What follows belongs to an exercise in optimizing a design on an open flow for small area, a short achievable clock period and few clock cycles per item; a production flow would make more cautious choices. At most, simulation tests tie the RTL to the original design; equivalence was not proved.

==> run K: inputs <==
==> flow/design.v (excerpt) <==
module loop_pv (
    input  wire         clk,
    input  wire         rst,
    input  wire [511:0] coef_c,
    input  wire [79:0]  coef_s,
    input  wire [1:0]   bq_en,
    input  wire [30:0]  ilim,
    input  wire [31:0]  fe_max,
    input  wire         start,
    input  wire         pos_en,
    input  wire [63:0]  p_set,      
    input  wire [63:0]  pos_fb,     
    input  wire [63:0]  v_set,      
    input  wire [63:0]  a_set,      
    input  wire [31:0]  v_fb,       
    output reg          ready,
    output reg          done,
    output reg  [31:0]  ep,
    output reg  [31:0]  vref,
    output wire [31:0]  iqref,
    output reg          sat,
    output reg          sat_evt,
    output reg          fe
);
    localparam [4:0] T_POS = 5'd0,     
                     T_VFF = 5'd1,     
                     T_KIV = 5'd2,     
                     T_KPV = 5'd3,     
                     T_AFF = 5'd4,     
                     T_AW  = 5'd5,     
                     T_Q0  = 5'd6,     
                     T_Q1  = 5'd11,    
                     T_NOP = 5'd31;
    localparam [2:0] F_NONE = 3'd0,    
                     F_POS  = 3'd1,    
                     F_VFF  = 3'd2,    
                     F_W1   = 3'd3,    
                     F_W2   = 3'd4;    
    localparam signed [63:0] MAX64 = 64'sh7FFF_FFFF_FFFF_FFFF;
    localparam signed [63:0] MIN64 = -64'sh7FFF_FFFF_FFFF_FFFF - 64'sd1;
    localparam signed [31:0] MAX32 = 32'sh7FFF_FFFF;
    localparam signed [31:0] MIN32 = -32'sh7FFF_FFFF - 32'sd1;
    reg  [4:0]  t;            
    reg  [4:0]  t2;           
    reg  [4:0]  bs;           
    reg  [2:0]  fs;           
    reg         opb;          
    reg         cv;           
    reg         pe;           
    reg  [1:0]  bqe;          
    reg         z_aff;        
    reg         z_aw;         
    reg  [63:0] pr;           
    reg  [63:0] fr;           
    reg  [28:0] vsr;          
    reg  [32:0] acr;          
    reg  [31:0] vfb;
    reg  [32:0] acs_h;        
    reg  signed [31:0] ep_c;  
    reg  signed [64:0] i_int;     
    reg  signed [31:0] vcorr;
    reg  signed [31:0] x1_0, x2_0, y1_0, y2_0;
    reg  signed [31:0] x1_1, x2_1, y1_1, y2_1;
    reg  signed [64:0] acc;       
    reg  signed [31:0] vr;        
  ...
Settings: LEC_CHECK=0, ABC_AREA=1, CAP_MARGIN=20, CORE_MARGIN=2, CORE_UTILIZATION=40, SLEW_MARGIN=20; clock period 50.0 ns.
run.sh (not shown) runs the stock make flow with config.mk's settings and CLKGATE_MAP_FILE= SYNTH_SCRIPT=/design/flow/synth_recipe.tcl, a recipe that flattens the netlist after the stock synthesis.
==> run B: changes against run K <==
--- a/flow/design.v
+++ b/flow/design.v
@@ -43,18 +43,16 @@
     reg  [4:0]  t;            
     reg  [4:0]  t2;           
     reg  [4:0]  bs;           
     reg  [2:0]  fs;           
     reg         opb;          
     reg         cv;           
     reg         pe;           
     reg  [1:0]  bqe;          
-    reg         z_aff;        
-    reg         z_aw;         
     reg  [63:0] pr;           
     reg  [63:0] fr;           
     reg  [28:0] vsr;          
     reg  [32:0] acr;          
     reg  [31:0] vfb;
     reg  [32:0] acs_h;        
     reg  signed [31:0] ep_c;  
     reg  signed [64:0] i_int;     
@@ -1214,34 +1212,31 @@
     wire        [63:0] opnd = neg ? ~tsat : tsat;
     wire               cin  = neg ? ~rbit : rbit;
     wire        [64:0] sum;                                
     bk_add #(65) a_sum (.a({base[63], base}), .b({opnd[63], opnd}), .ci(cin), .s(sum), .co());
     wire        [49:0] y_w;
     bk_add #(50) a_y (.a({sum[64], sum[64:16]}), .b(50'd0), .ci(sum[15]), .s(y_w), .co());
     wire signed [31:0] y_n  = (y_w[49:31] == {19{y_w[49]}}) ? y_w[31:0] :
                               (y_w[49] ? MIN32 : MAX32);
-    wire u_busy   = (t == T_AFF) || (t == 5'd10) || (t == 5'd15) ||     
-                    (t == T_KPV && z_aff);
+    wire u_busy   = (t == T_AFF) || (t == 5'd10) || (t == 5'd15);    
     wire front_ok = (fs == F_POS) || (fs == F_VFF);
     reg  back_ok;
     always @* begin
         case (bs)
             T_KIV:               back_ok = (fs == F_W2);
-            T_AW:                back_ok = !u_busy || z_aw;    
-            5'd6, 5'd11:         back_ok = !u_busy;
+            T_AW, 5'd6, 5'd11:   back_ok = !u_busy;
             default:             back_ok = 1'b1;
         endcase
     end
     wire go_front = front_ok && (bs == T_AW || !back_ok);
     wire go_back  = !go_front && back_ok;
     reg  [4:0] bs_n;          
     always @* begin
         case (bs)
-            T_KPV:   bs_n = z_aff ? (bqe[0] ? 5'd6 : bqe[1] ? 5'd11 : T_AW) : T_AFF;
             T_AFF:   bs_n = bqe[0] ? 5'd6 : bqe[1] ? 5'd11 : T_AW;
             5'd10:   bs_n = bqe[1] ? 5'd11 : T_AW;
             5'd15:   bs_n = T_AW;
             T_AW:    bs_n = T_KIV;
             default: bs_n = bs + 5'd1;
         endcase
     end
     wire [4:0] t_n = go_front ? ((fs == F_POS) ? T_POS : T_VFF) :
@@ -1261,24 +1256,22 @@
     wire opb_n   = take || (opb && t != T_KPV);
     wire ready_n = !opb_n || (t_n == T_KPV);
     wire q_end = (t2 == 5'd10) || (t2 == 5'd15);     
     always @(posedge clk) begin
         mc     <= coef_c[32*ci_n +: 32];
         ms     <= coef_s[5*ci_n +: 5];
         ilim_r <= ilim;
         bqe    <= bq_en;
-        z_aff  <= (coef_c[5*32 +: 32] == 32'd0);
-        z_aw   <= (coef_c[4*32 +: 32] == 32'd0);
         prod   <= prod_n;
         ms2    <= ms;
         t2     <= t;
-        pr <= p_set;
-        fr <= pos_fb;
         if (!opb || t == T_KPV) begin
+            pr  <= p_set;
+            fr  <= pos_fb;
             vsr <= v_set[63:35];
             acr <= a_set[63:31];
             vfb <= v_fb;
             pe  <= pos_en;
         end
         if (cv) ep_c <= ep_cv;
         if (t == T_KPV) begin
             acs_h <= acr;
@@ -1296,17 +1289,17 @@
                 i_int   <= sum;
                 u       <= iq;
                 sat     <= c_hi || c_lo;
                 sat_evt <= (c_hi || c_lo) && !sat;
             end
             T_NOP: ;
             default: begin
                 acc <= sum;
-                if (t2 == T_AFF || (t2 == T_KPV && z_aff) || q_end) u <= y_n;
+                if (t2 == T_AFF || q_end) u <= y_n;
             end
         endcase
         if (t2 == 5'd10) begin
             x2_0 <= x1_0;  x1_0 <= u;  y2_0 <= y1_0;  y1_0 <= y_n;
         end
         if (t2 == 5'd15) begin
             x2_1 <= x1_1;  x1_1 <= u;  y2_1 <= y1_1;  y1_1 <= y_n;
         end
@@ -1349,18 +1342,17 @@
 endmodule
 module bk_add #(parameter N = 64) (
     input  wire [N-1:0] a,
     input  wire [N-1:0] b,
     input  wire         ci,
     output wire [N-1:0] s,
     output wire         co
 );
-    localparam L = (N < 2) ? 1 : (N < 4) ? 2 : (N < 8) ? 3 : (N < 16) ? 4 :
-                   (N < 32) ? 5 : (N < 64) ? 6 : 7;       
+    localparam L = $clog2(N + 1);
     wire [N:0] g [0:2*L];
     wire [N:0] p [0:2*L];
     assign g[0] = {a & b, ci};
     assign p[0] = {a ^ b, 1'b0};
     genvar l, i;
     generate
         for (l = 0; l < L; l = l + 1) begin : up
             for (i = 0; i <= N; i = i + 1) begin : n
@@ -1389,18 +1381,17 @@
     assign co = g[2*L-1][N];
 endmodule
 module bk_add2 #(parameter N = 64) (
     input  wire [N-1:0] a,
     input  wire [N-1:0] b,
     output wire [N-1:0] s0,
     output wire [N-1:0] s1
 );
-    localparam L = (N < 2) ? 1 : (N < 4) ? 2 : (N < 8) ? 3 : (N < 16) ? 4 :
-                   (N < 32) ? 5 : (N < 64) ? 6 : 7;       
+    localparam L = $clog2(N + 1);
     wire [N:0] g [0:2*L];
     wire [N:0] p [0:2*L];
     assign g[0] = {a & b, 1'b0};
     assign p[0] = {a ^ b, 1'b1};
     genvar l, i;
     generate
         for (l = 0; l < L; l = l + 1) begin : up
             for (i = 0; i <= N; i = i + 1) begin : n
CORE_UTILIZATION = 60   (was 40)
==> impl_results.md <==
- Number of synthesized flops with an enable pin: 257
- Post-route worst setup slack: 34.67 ns
- Cell Area, Placed: 0.0964 sq mm
- Post-route cell area: 0.100 sq mm
- Gr usage total: 0.349
- Tap cells: 2805
- Inst Count DP: 14000
- Status: no timing/DRC/antenna violations
- Clk tree area frac: 0.0380
- Most frequent CP cell: nand2_1
That was run K.
==> impl_results.md <==
- Post-route worst setup slack: 34.99 ns
- Number of synthesized flops with an enable pin: 385
- Clk tree area frac: 0.0366
- Cell Area, Placed: 0.0953 sq mm
- CTS Hold Bufs: 0
- Gr usage total: 0.562
- Status: no timing/DRC/antenna violations
- Post-route cell area: 0.0995 sq mm
- Most frequent CP cell: inv_1
That was run B.
Testbench counts of run K, summed over its fixed seeds: cycles 84,798, items 8,000.
Function not checked in run B: the RTL went through the layout flow alone.

==> job 5155 <==
loop_pv, a different RTL version from the one above (not shown whole).
## loop_pv
module loop_pv (
    input  wire         clk,
    input  wire         rst,
    input  wire [511:0] coef_c,
    input  wire [79:0]  coef_s,
    input  wire [1:0]   bq_en,
    input  wire [30:0]  ilim,
    input  wire [31:0]  fe_max,
    input  wire         start,
    input  wire         pos_en,
    input  wire [63:0]  p_set,      
    input  wire [63:0]  pos_fb,     
    input  wire [63:0]  v_set,      
    input  wire [63:0]  a_set,      
    input  wire [31:0]  v_fb,       
    output reg          ready,
    output reg          done,
    output reg  [31:0]  ep,
    output reg  [31:0]  vref,
    output reg  [31:0]  iqref,
    output reg          sat,
    output reg          sat_evt,
    output reg          fe
);
clock: 50.0 ns
lec_check: 0
abc_area: 1
cap_margin: 20
core_margin: 2
core_utilization: 40
slew_margin: 20
standard.sh (not shown) runs the stock make flow with config.mk's settings and CLKGATE_MAP_FILE= SYNTH_SCRIPT=/design/flow/synth_recipe.tcl, a recipe that flattens the netlist after the stock synthesis.
==> flow/flow/run.sh <==
#!/bin/bash
# The standard layout (the standard.sh: standard synthesis, then ORFS to
# the final layout), with one change: the port buffers that global placement
# inserts on every input and output are sky130_fd_sc_hd__buf_1 instead of the
# default choice. The make output goes to standard.log; ORFS writes each
# step's log under orfs/logs/.
set -euo pipefail
bash standard.sh "BUFFER_PORTS_ARGS=-buffer_cell sky130_fd_sc_hd__buf_1" finish > standard.log 2>&1
==> job 2576: changes against job 5155 <==
--- a/flow/design.v
+++ b/flow/design.v
@@ -46,16 +46,20 @@
     reg  [2:0]  fs;           
     reg         opb;          
     reg         cv;           
     reg         pe;           
     reg  [1:0]  bqe;          
     reg         z_aff;        
     reg         z_aw;         
-    reg  [63:0] pr;           
-    reg  [63:0] fr;           
+    reg         ro0, ro1;     
+    reg         qe0, qe1;     
+    reg  [39:0] pr;           
+    reg  [39:0] fr;           
+    reg         pb;           
+    reg         pd;           
     reg  [31:0] vsv;          
     reg  [32:0] acv;          
     reg  [31:0] vfb;
     reg  signed [31:0] acs_h;     
     reg  signed [31:0] ep_c;  
     reg         i_ok, vc_ok, q0_ok, q1_ok;
     reg  signed [64:0] i_int;     
@@ -68,18 +72,21 @@
     reg  [30:0] ilim_r;
     reg  [31:0] nilim;            
     reg  signed [31:0] mc;
     reg         [4:0]  ms;
     reg  signed [64:0] prod;
     reg         [4:0]  ms2;
     wire take = start && ready;
-    wire [63:0] dpos;
-    bk_add #(64) a_dpos (.a(pr), .b(~fr), .ci(1'b1), .s(dpos), .co());
+    wire [23:0] dlo;                                      
+    wire        dlo_c;
+    bk_add #(24) a_dlo24 (.a(p_set[23:0]), .b(~pos_fb[23:0]), .ci(1'b1), .s(dlo), .co(dlo_c));
+    wire [39:0] dhi;                                      
+    bk_add #(40) a_dpos (.a(pr), .b(~fr), .ci(!pb), .s(dhi), .co());
     wire [40:0] ep_w;
-    bk_add #(41) a_epw (.a({dpos[63], dpos[63:24]}), .b(41'd0), .ci(dpos[23]), .s(ep_w), .co());
+    bk_add #(41) a_epw (.a({dhi[39], dhi}), .b(41'd0), .ci(pd), .s(ep_w), .co());
     wire signed [31:0] ep_cv = (ep_w[40:31] == {10{ep_w[40]}}) ? ep_w[31:0] :
                                (ep_w[40] ? MIN32 : MAX32);
     wire [32:0] ep_abs;
     bk_add #(33) a_epabs (.a({33{ep_c[31]}} ^ {ep_c[31], ep_c}), .b(33'd0), .ci(ep_c[31]),
                           .s(ep_abs), .co());
     wire [32:0] fe_d;
     bk_add #(33) a_fe (.a({1'b0, fe_max}), .b(~ep_abs), .ci(1'b1), .s(fe_d), .co());
@@ -1214,16 +1221,21 @@
     wire        [65:0] yc  = {(ya[64:0] & yb[64:0]) |
                               ((ya[64:0] | yb[64:0]) & 65'h8000), 1'b0};
     wire        [65:0] y_f;
     bk_add #(66) a_y (.a(ys), .b(yc), .ci(cin), .s(y_f), .co());
     wire        [49:0] y_w  = y_f[65:16];
     wire signed [31:0] y_n  = (y_w[49:31] == {19{y_w[49]}}) ? y_w[31:0] :
                               (y_w[49] ? MIN32 : MAX32);
-    wire u_busy   = (t == T_AFF) || (t == 5'd10) || (t == 5'd15) ||     
-                    (t == T_KPV && z_aff);
+    wire q_last   = (t == 5'd10 && !ro0) || (t == 5'd6 && ro0) ||
+                    (t == 5'd15 && !ro1) || (t == 5'd11 && ro1);
+    wire [4:0] q0_first = ro0 ? 5'd7 : 5'd6;
+    wire [4:0] q1_first = ro1 ? 5'd12 : 5'd11;
+    wire [4:0] after_q0 = bqe[1] ? q1_first : T_AW;
+    wire [4:0] after_aff = bqe[0] ? q0_first : after_q0;
+    wire u_busy   = (t == T_AFF) || (t == T_KPV && z_aff) || q_last;   
     wire front_ok = (fs == F_POS) || (fs == F_VFF);
     reg  back_ok;
     always @* begin
         case (bs)
             T_KIV:               back_ok = (fs == F_W2);
             T_AW:                back_ok = !u_busy || z_aw;    
             5'd6, 5'd11:         back_ok = !u_busy;
@@ -1231,18 +1243,20 @@
         endcase
     end
     wire go_front = front_ok && (bs == T_AW || !back_ok);
     wire go_back  = !go_front && back_ok;
     reg  [4:0] bs_n;          
     always @* begin
         case (bs)
-            T_KPV:   bs_n = z_aff ? (bqe[0] ? 5'd6 : bqe[1] ? 5'd11 : T_AW) : T_AFF;
-            T_AFF:   bs_n = bqe[0] ? 5'd6 : bqe[1] ? 5'd11 : T_AW;
-            5'd10:   bs_n = bqe[1] ? 5'd11 : T_AW;
-            5'd15:   bs_n = T_AW;
+            T_KPV:   bs_n = z_aff ? after_aff : T_AFF;
+            T_AFF:   bs_n = after_aff;
+            5'd6:    bs_n = ro0 ? after_q0 : 5'd7;
+            5'd10:   bs_n = ro0 ? 5'd6 : after_q0;
+            5'd11:   bs_n = ro1 ? T_AW : 5'd12;
+            5'd15:   bs_n = ro1 ? 5'd11 : T_AW;
             T_AW:    bs_n = T_KIV;
             default: bs_n = bs + 5'd1;
         endcase
     end
     wire [4:0] t_n = go_front ? ((fs == F_POS) ? T_POS : T_VFF) :
                      go_back  ? bs : T_NOP;
     reg  [3:0] ci_n;
@@ -1255,23 +1269,29 @@
             T_AFF:   ci_n = 4'd5;
             T_AW:    ci_n = 4'd4;
             default: ci_n = t_n[3:0];
         endcase
     end
     wire opb_n   = take || (opb && t != T_KPV);
     wire ready_n = !opb_n || (t_n == T_KPV);
-    wire q_end = (t2 == 5'd10) || (t2 == 5'd15);     
+    function sh_le3(input [4:0] sh);
+        sh_le3 = sh[4] && (sh[3:0] <= 4'd13);
+    endfunction
     always @(posedge clk) begin
         mc     <= coef_c[32*ci_n +: 32];
         ms     <= coef_s[5*ci_n +: 5];
         ilim_r <= ilim;
         nilim  <= nilim_n;
         bqe    <= bq_en;
         z_aff  <= (coef_c[5*32 +: 32] == 32'd0);
         z_aw   <= (coef_c[4*32 +: 32] == 32'd0);
+        ro0    <= sh_le3(coef_s[ 6*5 +: 5]) && sh_le3(coef_s[ 7*5 +: 5]) && sh_le3(coef_s[ 8*5 +: 5]) &&
+                  sh_le3(coef_s[ 9*5 +: 5]) && sh_le3(coef_s[10*5 +: 5]);
+        ro1    <= sh_le3(coef_s[11*5 +: 5]) && sh_le3(coef_s[12*5 +: 5]) && sh_le3(coef_s[13*5 +: 5]) &&
+                  sh_le3(coef_s[14*5 +: 5]) && sh_le3(coef_s[15*5 +: 5]);
         prod   <= prod_n;
         ms2    <= ms;
         t2     <= t;
         x_ep   <= (t_n == T_POS);
         x_vs   <= (t_n == T_VFF);
         x_ev   <= (t_n == T_KIV) || (t_n == T_KPV);
         x_acs  <= (t_n == T_AFF);
@@ -1283,21 +1303,27 @@
         x_y20  <= (t_n == 5'd10);
         x_x11  <= (t_n == 5'd12);
         x_x21  <= (t_n == 5'd13);
         x_y11  <= (t_n == 5'd14);
         x_y21  <= (t_n == 5'd15);
         b_vc   <= (t == T_VFF);
         b_ii   <= (t == T_KIV) || (t == T_KPV) || (t == T_AW);
-        b_acc  <= (t == T_AFF) || (t == 5'd7) || (t == 5'd8) || (t == 5'd9) || (t == 5'd10) ||
-                  (t == 5'd12) || (t == 5'd13) || (t == 5'd14) || (t == 5'd15);
+        b_acc  <= (t == T_AFF) || (t == 5'd6 && ro0) || (t == 5'd7 && !ro0) ||
+                  (t == 5'd8) || (t == 5'd9) || (t == 5'd10) ||
+                  (t == 5'd11 && ro1) || (t == 5'd12 && !ro1) ||
+                  (t == 5'd13) || (t == 5'd14) || (t == 5'd15);
         neg    <= (t == 5'd9) || (t == 5'd10) || (t == 5'd14) || (t == 5'd15);
         w_acc  <= (t == T_KPV) || (t == T_AFF) || (t >= 5'd6 && t <= 5'd15);
-        w_uy   <= (t == T_AFF) || (t == T_KPV && z_aff) || (t == 5'd10) || (t == 5'd15);
-        pr <= p_set;
-        fr <= pos_fb;
+        w_uy   <= (t == T_AFF) || (t == T_KPV && z_aff) || q_last;
+        qe0    <= (t == 5'd10 && !ro0) || (t == 5'd6 && ro0);
+        qe1    <= (t == 5'd15 && !ro1) || (t == 5'd11 && ro1);
+        pr <= p_set[63:24];
+        fr <= pos_fb[63:24];
+        pb <= !dlo_c;
+        pd <= dlo[23];
         if (cv) begin
             ep_c <= ep_cv;
             vsv  <= vs_cv;
             acv  <= {1'b0, acs_cv};
         end else if (!opb || t == T_KPV) begin
             vsv <= {3'd0, v_set[63:35]};
             acv <= a_set[63:31];
@@ -1331,18 +1357,18 @@
                 sat     <= c_hi || c_lo;
                 sat_evt <= (c_hi || c_lo) && !sat;
             end
             default: ;
         endcase
         if (w_acc) acc <= sum;
         if (w_uy)  u   <= y_n;
-        if (t2 == 5'd10) begin
+        if (qe0) begin
             x2_0 <= x1_0r;  x1_0 <= u;  y2_0 <= y1_0r;  y1_0 <= y_n;  q0_ok <= 1'b1;
         end
-        if (t2 == 5'd15) begin
+        if (qe1) begin
             x2_1 <= x1_1r;  x1_1 <= u;  y2_1 <= y1_1r;  y1_1 <= y_n;  q1_ok <= 1'b1;
         end
         if (rst) begin
             t       <= T_NOP;
             t2      <= T_NOP;
             bs      <= T_KIV;
             fs      <= F_NONE;
@@ -1356,14 +1382,16 @@
             sat     <= 1'b0;
             sat_evt <= 1'b0;
             fe      <= 1'b0;
             i_ok    <= 1'b0;
             vc_ok   <= 1'b0;
             q0_ok   <= 1'b0;
             q1_ok   <= 1'b0;
+            qe0     <= 1'b0;
+            qe1     <= 1'b0;
         end else begin
             t     <= t_n;
             if (go_back) bs <= bs_n;
             opb   <= opb_n;
             cv    <= take;
             ready <= ready_n;
             done  <= (t2 == T_AW);
==> job 1509: changes against job 5155 <==
--- a/flow/design.v
+++ b/flow/design.v
@@ -88,44 +88,52 @@
     bk_add #(29) a_vs (.a({vsv[28], vsv[28:1]}), .b(29'd0), .ci(vsv[0]), .s(vs_w), .co());
     wire [31:0] vs_cv = {{3{vs_w[28]}}, vs_w};
     wire [32:0] acs_w;
     bk_add #(33) a_acs (.a({acv[32], acv[32:1]}), .b(33'd0), .ci(acv[0]), .s(acs_w), .co());
     wire [31:0] acs_cv = (acs_w[32] == acs_w[31]) ? acs_w[31:0] :
                          (acs_w[32] ? MIN32 : MAX32);
     wire [32:0] ev_w = {vr[31], vr} - {vfb[31], vfb};
+    wire signed [31:0] ev = (ev_w[32] == ev_w[31]) ? ev_w[31:0] :
+                            (ev_w[32] ? MIN32 : MAX32);
     wire [31:0] nilim_n;
     bk_add #(32) a_nil (.a(~{1'b0, ilim_r}), .b(32'd0), .ci(1'b1), .s(nilim_n), .co());
     wire [32:0] d_hi = {2'b00, ilim_r} - {u[31], u};      
     wire [32:0] d_lo = {nilim[31], nilim} - {u[31], u};   
     wire [32:0] e_lo = {u[31], u} + {2'b00, ilim_r};      
     wire        c_hi = d_hi[32];                          
     wire        c_lo = e_lo[32];                          
+    wire [32:0] aw_x = c_hi ? d_hi : c_lo ? d_lo : 33'd0;
     wire [31:0] iq   = c_hi ? {1'b0, ilim_r} : c_lo ? nilim : u;
     wire signed [31:0] x1_0r = q0_ok ? x1_0 : 32'sd0;
     wire signed [31:0] x2_0r = q0_ok ? x2_0 : 32'sd0;
     wire signed [31:0] y1_0r = q0_ok ? y1_0 : 32'sd0;
     wire signed [31:0] y2_0r = q0_ok ? y2_0 : 32'sd0;
     wire signed [31:0] x1_1r = q1_ok ? x1_1 : 32'sd0;
     wire signed [31:0] x2_1r = q1_ok ? x2_1 : 32'sd0;
     wire signed [31:0] y1_1r = q1_ok ? y1_1 : 32'sd0;
     wire signed [31:0] y2_1r = q1_ok ? y2_1 : 32'sd0;
-    reg  x_ep, x_vs, x_ev, x_acs, x_u, x_aw;
-    reg  x_x10, x_x20, x_y10, x_y20, x_x11, x_x21, x_y11, x_y21;
-    wire [31:0] mx_e = ({32{x_ep}}  & ep_c)  | ({32{x_vs}}  & vsv)   | ({32{x_acs}} & acs_h) |
-                       ({32{x_u}}   & u)     |
-                       ({32{x_x10}} & x1_0r) | ({32{x_x20}} & x2_0r) |
-                       ({32{x_y10}} & y1_0r) | ({32{x_y20}} & y2_0r) |
-                       ({32{x_x11}} & x1_1r) | ({32{x_x21}} & x2_1r) |
-                       ({32{x_y11}} & y1_1r) | ({32{x_y21}} & y2_1r);
-    wire        ev_ok = (ev_w[32] == ev_w[31]);
-    wire signed [32:0] mx = {mx_e[31], mx_e} |
-                            ({33{x_ev && ev_ok}}  & {ev_w[31], ev_w[31:0]}) |
-                            ({33{x_ev && !ev_ok}} & (ev_w[32] ? {1'b1, MIN32} : {1'b0, MAX32})) |
-                            ({33{x_aw && c_hi}}   & d_hi) |
-                            ({33{x_aw && c_lo}}   & d_lo);
+    reg  signed [32:0] mx;
+    always @* begin
+        case (t)
+            T_POS:         mx = {ep_c[31], ep_c};
+            T_VFF:         mx = {vsv[31], vsv};
+            T_KIV, T_KPV:  mx = {ev[31], ev};
+            T_AFF:         mx = {acs_h[31], acs_h};
+            T_AW:          mx = aw_x;
+            5'd7:          mx = {x1_0r[31], x1_0r};
+            5'd8:          mx = {x2_0r[31], x2_0r};
+            5'd9:          mx = {y1_0r[31], y1_0r};
+            5'd10:         mx = {y2_0r[31], y2_0r};
+            5'd12:         mx = {x1_1r[31], x1_1r};
+            5'd13:         mx = {x2_1r[31], x2_1r};
+            5'd14:         mx = {y1_1r[31], y1_1r};
+            5'd15:         mx = {y2_1r[31], y2_1r};
+            default:       mx = {u[31], u};            
+        endcase
+    end
     wire [32:0] bm_ae = {mc, 1'b0};
     wire [33:0] bm_bx = {mx[32], mx};
     wire bm_one0 = bm_ae[1] ^ bm_ae[0];
     wire bm_two0 = (bm_ae[2] & ~bm_ae[1] & ~bm_ae[0]) | (~bm_ae[2] & bm_ae[1] & bm_ae[0]);
     wire bm_neg0 = bm_ae[2];
     wire [33:0] bm_pp0 = (({34{bm_one0}} & bm_bx) | ({34{bm_two0}} & {bm_bx[32:0], 1'b0})) ^ {34{bm_neg0}};
     wire bm_one1 = bm_ae[3] ^ bm_ae[2];
@@ -1267,28 +1275,14 @@
         nilim  <= nilim_n;
         bqe    <= bq_en;
         z_aff  <= (coef_c[5*32 +: 32] == 32'd0);
         z_aw   <= (coef_c[4*32 +: 32] == 32'd0);
         prod   <= prod_n;
         ms2    <= ms;
         t2     <= t;
-        x_ep   <= (t_n == T_POS);
-        x_vs   <= (t_n == T_VFF);
-        x_ev   <= (t_n == T_KIV) || (t_n == T_KPV);
-        x_acs  <= (t_n == T_AFF);
-        x_aw   <= (t_n == T_AW);
-        x_u    <= (t_n == 5'd6) || (t_n == 5'd11);
-        x_x10  <= (t_n == 5'd7);
-        x_x20  <= (t_n == 5'd8);
-        x_y10  <= (t_n == 5'd9);
-        x_y20  <= (t_n == 5'd10);
-        x_x11  <= (t_n == 5'd12);
-        x_x21  <= (t_n == 5'd13);
-        x_y11  <= (t_n == 5'd14);
-        x_y21  <= (t_n == 5'd15);
         b_vc   <= (t == T_VFF);
         b_ii   <= (t == T_KIV) || (t == T_KPV) || (t == T_AW);
         b_acc  <= (t == T_AFF) || (t == 5'd7) || (t == 5'd8) || (t == 5'd9) || (t == 5'd10) ||
                   (t == 5'd12) || (t == 5'd13) || (t == 5'd14) || (t == 5'd15);
         neg    <= (t == 5'd9) || (t == 5'd10) || (t == 5'd14) || (t == 5'd15);
         w_acc  <= (t == T_KPV) || (t == T_AFF) || (t >= 5'd6 && t <= 5'd15);
         w_uy   <= (t == T_AFF) || (t == T_KPV && z_aff) || (t == 5'd10) || (t == 5'd15);
==> results.txt <==
The pre-antenna-repair detailed-routing pass consisted of 7 iterations. The length of routed met3 wiring came out at 47.3 mm. The flow ran to the end and the layout has no timing, DRC or antenna violations. The startpoint identified for the worst hold timing path is ms[4]$_DFF_P_. The die area is 0.231 sq mm. The relative max-transition margin is 0.114. The fraction of synthesized cell area in xor and xnor cells is 0.0732. The sequential cell count came out at 1,075. The total CTS buffers is 119. After layout, the clock buffer instance count stands at 167. The data required time at the worst endpoint is 50.60 ns.

The mux cell area share after synthesis is 0.00759. The fraction of the cycle the final worst path needs came out at 0.253. The placeable core area is 0.227 sq mm.
That was job 1509.
==> results.txt <==
The relative max-transition margin came out at 0.187. The number of search-and-repair iterations in the first detailed-routing pass came out at 6. The die area came out at 0.228 sq mm.

The fraction of the cycle the final worst path needs is 0.234. The run finished with no timing, DRC or antenna violations. The fraction of synthesized cell area in xor and xnor cells came out at 0.0820.

The startpoint of the most critical hold path is ms[2]$_DFF_P_.
That was job 5155.
==> results.txt <==
The flow ran to the end and the layout has no timing, DRC or antenna violations. The placeable core area is 0.222 sq mm. The data required time at the worst endpoint is 50.66 ns. In this run, CTS created clock tree buffers numbering 116. The die area came out at 0.227 sq mm. The relative max-transition margin is 0.0972.

The number of search-and-repair iterations in the first detailed-routing pass is 8. The startpoint identified for the worst hold timing path is ms[2]$_DFF_P_. The total of clock buffers placed in the layout came out at 141.
That was job 2576.
Testbench counts of job 5155, summed over its fixed seeds: cycles 84,798, items 8,000.
Testbench counts of job 2576, summed over its fixed seeds: cycles 80,436, items 8,000.
Testbench counts of job 1509, summed over its fixed seeds: cycles 84,798, items 8,000.

==> port drivers added, routing unchanged <==
In the flow no input, the clock included, has a driving cell. The finished layouts below were timed again as built, in two steps. Step 1 sets driving cells, clkbuf_16 on the clock port and buf_2 on the other inputs (assumed; they add their load-dependent delay and slew). Step 2 times the ports against the registers' clock, not the clock port: input delays grow and output delays shrink by t, the midpoint of the rising clock arrivals with the driver on. a / b / c = no drivers / after step 1 / after step 2; a / b = the first two.
run	t (ns)	slack for setup (ns)	hold WS [ns]	worst data-port slew with drivers (ns)
run K	0.844	34.666 / 34.666 / 34.666	0.325 / 0.325 / 0.325	0.29
run B	0.881	34.991 / 34.991 / 34.991	0.326 / 0.326 / 0.326	0.31
job 5155	0.879	38.280 / 38.185 / 37.909	0.326 / 0.326 / 0.326	0.32
job 2576	0.879	38.231 / 38.228 / 37.504	0.327 / 0.327 / 0.327	0.43
job 1509	0.895	37.364 / 37.364 / 37.364	0.326 / 0.326 / 0.326	0.28
After both steps every run listed still meets setup and hold. For job 2576, which loses most, drivers alone change the setup slack by -0.003 ns; drivers and shift together by -0.727 ns.
